This is an optimization exercise on Yosys and OpenROAD, whose aim is small area, a short achievable clock period and few clock cycles per item, not a production implementation.
In this exercise RTL edits were held to simulation tests only and were not proved equivalent to the original.

## flow/design.v (module list and top-level ports; edited modules follow where they fit)
// module ghash_core: 27445 lines
// module gf_nand: 7 lines
// module gf_and: 7 lines
// module gf_xor: 7 lines
// module gf_xnor: 7 lines
module ghash_core (
    input  wire         clk,
    input  wire         rst,         
    input  wire         in_valid,
    output wire         in_ready,
    input  wire         init,        
    input  wire [127:0] h,
    input  wire [127:0] x,
    output reg          out_valid,
    output wire [127:0] y
);
  // ...
==> flow/run.sh <==
#!/bin/bash
# synth_recipe.tcl (not shown) runs the flow's synth.tcl, then flattens the netlist and writes it again
# the make line also repeats each setting of config.mk as NAME=value (left out here)
make -C /OpenROAD-flow-scripts/flow DESIGN_CONFIG=/design/flow/config.mk WORK_HOME=/design/flow/orfs CLKGATE_MAP_FILE= SYNTH_SCRIPT=/design/flow/synth_recipe.tcl finish
==> flow/config.mk <==
export PLATFORM = sky130hd
export DESIGN_NAME = ghash_core
export DESIGN_NICKNAME = ghash_core
export VERILOG_FILES = /design/flow/design.v
export SDC_FILE = /design/flow/constraint.sdc
export NUM_CORES = 4
export LEC_CHECK = 0
export CAP_MARGIN = 20
export CORE_MARGIN = 2
export CORE_UTILIZATION = 30
export SETUP_SLACK_MARGIN = 3.5
export SLEW_MARGIN = 60
export SYNTH_HIERARCHICAL = 1
==> flow/constraint.sdc <==
create_clock -name core_clock -period 10.0 [get_ports {clk}]
set_input_delay 2.0000 -clock core_clock [delete_from_list [all_inputs] [get_ports {clk}]]
set_output_delay 2.0000 -clock core_clock [all_outputs]
set_load 0.01 [all_outputs]
==> qor.yml, run 1 <==
route:
  dr_wl_met3_microns: 82800
  num_vias: 108252
critical_path:
  crit_start: "acc[110]"
  slowest_stage: "dfxtp_2"
  worst_r2r_startpoint: "acc[110]"
  worstSetupPathDepth: 20
  worstSetupEndpoint: "acc[114]"
  cpLargestDelayFamily: "XOR/XNOR gates"
  crit_top_cell: "xor2_1"
  worst_ep_arrival_time_ns: 7.31
  slowest_delay_ns: 0.47
synthesis:
  synth_cell_types: 13
  synthDominantCellAreaShare: 0.657
  seq_area_frac_synth: 0.0954
  yosys.area_share.simple: 0.206
status:
  status: "complete, no violations"
cells_and_area:
  syn_to_final_growth_pct: 32.3
  largest_class: "multi-input gates"
  signal_buffers: 1344
timing:
  finalHoldViolations: 0
  tightestPinTransition_ns: 0.752
  skew_ns: 0.105
  min_period_ns: 6.69
floorplanning:
  n_tap_cell: 4773
  rows: 220
  coreArea_sq_mm: 0.359
  boundaryPins: 390
  die_width_microns: 604
clock_tree:
  cts-resized-gates: 17
  cts_buffers: 66
  cts_tree: "done"
  post-cts-setup-buffer-count: 5
global_route:
  grtUsageTotal: 0.357
  grt_max_degree: 97
  met3_usage: 0.113
place:
  place_area_sq_mm: 0.138
hold_path:
  hp-start: "vr"
Testbench counts, summed over its fixed seeds: cycles 4,808, items 4,800.
==> inputs of run 2 (changes only) <==
--- a/flow/config.mk
+++ b/flow/config.mk
@@ -8,6 +8,6 @@
 export CAP_MARGIN = 20
 export CORE_MARGIN = 2
 export CORE_UTILIZATION = 30
-export SETUP_SLACK_MARGIN = 3.5
+export SETUP_SLACK_MARGIN = 3.75
 export SLEW_MARGIN = 60
 export SYNTH_HIERARCHICAL = 1
==> run 2 against run 1 <==
Still clean. Hold slack about the same. Worst setup slack improved by 0.21 ns. Clock skew increased by 0.0044 ns. Sequential cell count unchanged. Critical path type unchanged.
==> qor.yml, run 2 <==
timing:
  slew_headroom: 0.509
  finalHoldViolations: 0  # unchanged
  setup_violations: 0
  min_period_ns: 6.48  # -0.210 ns
  fmax_mhz: 154
  setup_tns_ns: 0
  rsz0062_at_grt: "yes"
  skew_ns: 0.110  # +0.00439 ns
  fin_crit_sh: 0.648
  tightestPinTransition_ns: 0.734  # -0.0175 ns
  maxSlewViolCount: 0
synthesis:
  synth_top_flop_cell: "dfxtp_1"
  synth_most_common_cell: "xor2_1"
  synth_edf_count: 0
  synth_largest_area_cell: "xor2_1"
  synth.area.top_cells: "xor2_1, nand2_1, dfxtp_1"
  synthesis.nets: 14966
  synthArstFlopShare: 0
  synthTopCellsByCount: "xor2_1, nand2_1, and2_1"
  seq_area_frac_synth: 0.0954  # unchanged
  syn_avg_cell_area_sq_um: 7.34
  syn_area_sq_mm: 0.108
  synth_seq_cells: 514
  yosys_warnings: 7
  synthDominantCellAreaShare: 0.657  # unchanged
  synthCells: 14706
  synth_cell_types: 13  # unchanged
critical_path:
  critical_path.cell_chain: "xor2_2 -> buf_4 -> xor2_4 -> nand2_1 -> xor2_1 -> xnor2_1 -> xor2_1 -> xor2_1 -> xor2_1 -> xor2_1 -> xor2_1 -> xor2_1 -> xor2_2 -> xor2_4 -> xor2_4 -> xor2_1 -> xor2_1 -> xor2_2 -> and2_1"
  end_kind: "register"
  worst_r2r_startpoint: "xr[94]"
  slowest_stage: "dfxtp_1"
  slowest_delay_ns: 0.61  # +0.14 ns
  worstReg2RegEnd: "acc[111]"
  cpLargestDelayFamily: "XOR/XNOR gates"
  start_kind: "register"
  worst_ep_arrival_time_ns: 7.13  # -0.18 ns
  crit_required_ns: 10.65
  worstRegToRegCells: 19
  crit_type: "register to register"
  regToRegSetupSlack_ns: 3.52
  crit_top_cell: "xor2_1"
  critical_path_buf_inv_count: 1
  critPathMaxFanout: 11
floorplanning:
  dieArea_sq_mm: 0.364
  die_h_microns: 604
  coreArea_sq_mm: 0.359  # unchanged
  die_width_microns: 604  # unchanged
  boundaryPins: 390  # unchanged
  rows: 220  # unchanged
  start_util: 0.301
global_route:
  grt_max_degree: 97  # unchanged
  grtUsageTotal: 0.357  # about the same
  grt_pass1_wl_microns: 896000
  grt_antenna_before_repair: 40
  grt_pass1_vias: 101329
  gr-total-overflow: 0
hold_path:
  hold-path-cell-count: 1
  min_path_type: "register to register"
  min_to: "out_valid"
  hp-start: "vr"
cells_and_area:
  layout_commonest_cell: "xor2_1"
  final_nets: 16407
  final-seq-area_sq_mm: 0.0104
  syn_to_final_growth_pct: 34.0
  drive_above_1_share: 0.166
  final_cell_area_sq_mm: 0.145
  multi_input_area_sq_mm: 0.114
  fillers: 36363
  final_cell_mix: "xor2_1, nand2_1, xor2_2, buf_4, and2_1"
  utilization: 0.403
status:
  status: "complete, no violations"
place:
  io_buffers: 388
  hpwl_microns: 534000
  place_area_sq_mm: 0.138  # unchanged
  gp_congestion: 1.16
route:
  viasPerCell: 5.17
  drcViolationCount: 0
  dr.pass1.iters: 8
  drt_iter0_drc: 15574
  antenna_left: 0
  num_vias: 108670  # +0.39%
  drt-wirelength-per-cell_microns: 32.1
  wirelength_microns: 675000
clock_tree:
  clk_latency_ns: 0.77
  cts_root_buffer: "clkbuf_16"
  cts_sinks: 514
  htree_num_levels: 3
  cts_buffers: 66  # unchanged
  holdBufCountCts: 0
  path_clk_slew_ns: 0.07
  clockBufferDepth: 3
  cts_tree: "done"
run:
  maxCapViolCount: 0
==> run 2: cell types whose count changed in the layout (fill, tap and decap cells not counted), sizes merged <==
cell   change
buf       +72
diode      +5
==> run 2: metal layers <==
layer | vias to the layer above | GRT usage | part of all wire
met5 | - | 0.000132 | 0.00012
met4 | 12 | 0.297 | 0.10
met3 | 2048 | 0.112 | 0.12
met2 | 7883 | 0.498 | 0.40
met1 | 52806 | 0.445 | 0.38
li1 | 45921 | - | -
==> run 2: layout make-up <==
type | count | share of cell area
timing repair buffer | 1416 | 0.0848
tap | 4773 | 0.0413
multi-input combinational | 14149 | 0.785
sequential | 514 | 0.0717
clock buffer | 84 | 0.0124
clock inverter | 36 | 0.00351
antenna | 55 | 0.000952
==> run 2: worst max-delay path by stage <==
stage | slack (ns) | endpoint | start | depth (start not counted)
detailed placement | 3.36 | acc[111] | xr[111] | 20
finish | 3.52 | acc[111] | xr[94] | 19
global placement | 1.44 | acc[93] | xr[13] | 17
floorplan | 4.70 | acc[61] | acc[3] | 15
global route | 3.64 | acc[111] | xr[27] | 22
CTS | 3.67 | acc[111] | xr[102] | 19
==> run 2: logic make-up after synthesis <==
| kind of cell | count (synthesis) | synth area share |
|---|---|---|
| flip-flops | 514 | 0.0954 |
| AND/OR/NAND/NOR | 5570 | 0.206 |
| buffers and inverters | 43 | 0.00183 |
| other | 1 | 0.0000348 |
| XOR/XNOR | 8577 | 0.696 |
| AO/OA/AOI/OAI | 1 | 0.0000812 |
==> run 2: through the flow <==
stage               hold slack [ns]  std cells  setup WS, ns
finish                        0.440      21027          3.52
global route                  0.464      20997          3.64
CTS                           0.442      20894          3.67
detailed placement            0.427      20747          3.36
global placement              0.420      20698          1.44
floorplan                     0.414      14706          4.70
==> run 2: per-module statistics from Yosys, one instance, submodules excluded <==
module      copies in the design  flops+latches
ghash_core                     1            514
gf_xnor                      486              0
gf_xor                      7963              0
gf_and                       162              0
gf_nand                     5022              0
==> run 2: what timing repair did <==
action | 4_1_cts | 5_1_grt
pin swaps | 27 | 85
setup endpoints to repair | 96 | 141
resized for setup | 79 | 141
setup buffers | 27 | 75

## afterwards: timing with drivers on the ports
The results above use ideal ports. As a check the final layouts listed here were re-extracted and re-timed, cells and wires unchanged. Step 1, drivers: a clkbuf_16 drives clk and a buf_2 each remaining input, both assumed. Step 2 moves the port delays by t, midway between the first and last clock arrival at a register: inputs arrive t later, outputs are due t later. That takes back most of the time a late clock gives input paths. Slacks: ideal ports / drivers / drivers and shift; pairs: ideal ports / drivers.
run	t, ns	setup WS [ns]	worst hold slack (ns)	worst setup path at the end	worst slew at a driven data input, ns
run 1	0.799	3.313 / 3.313 / 3.313	0.440 / 0.440 / 0.440	register to register	0.10
run 2	0.795	3.523 / 3.523 / 3.523	0.440 / 0.440 / 0.440	register to register	0.10
After both steps setup and hold are still met in every run listed.
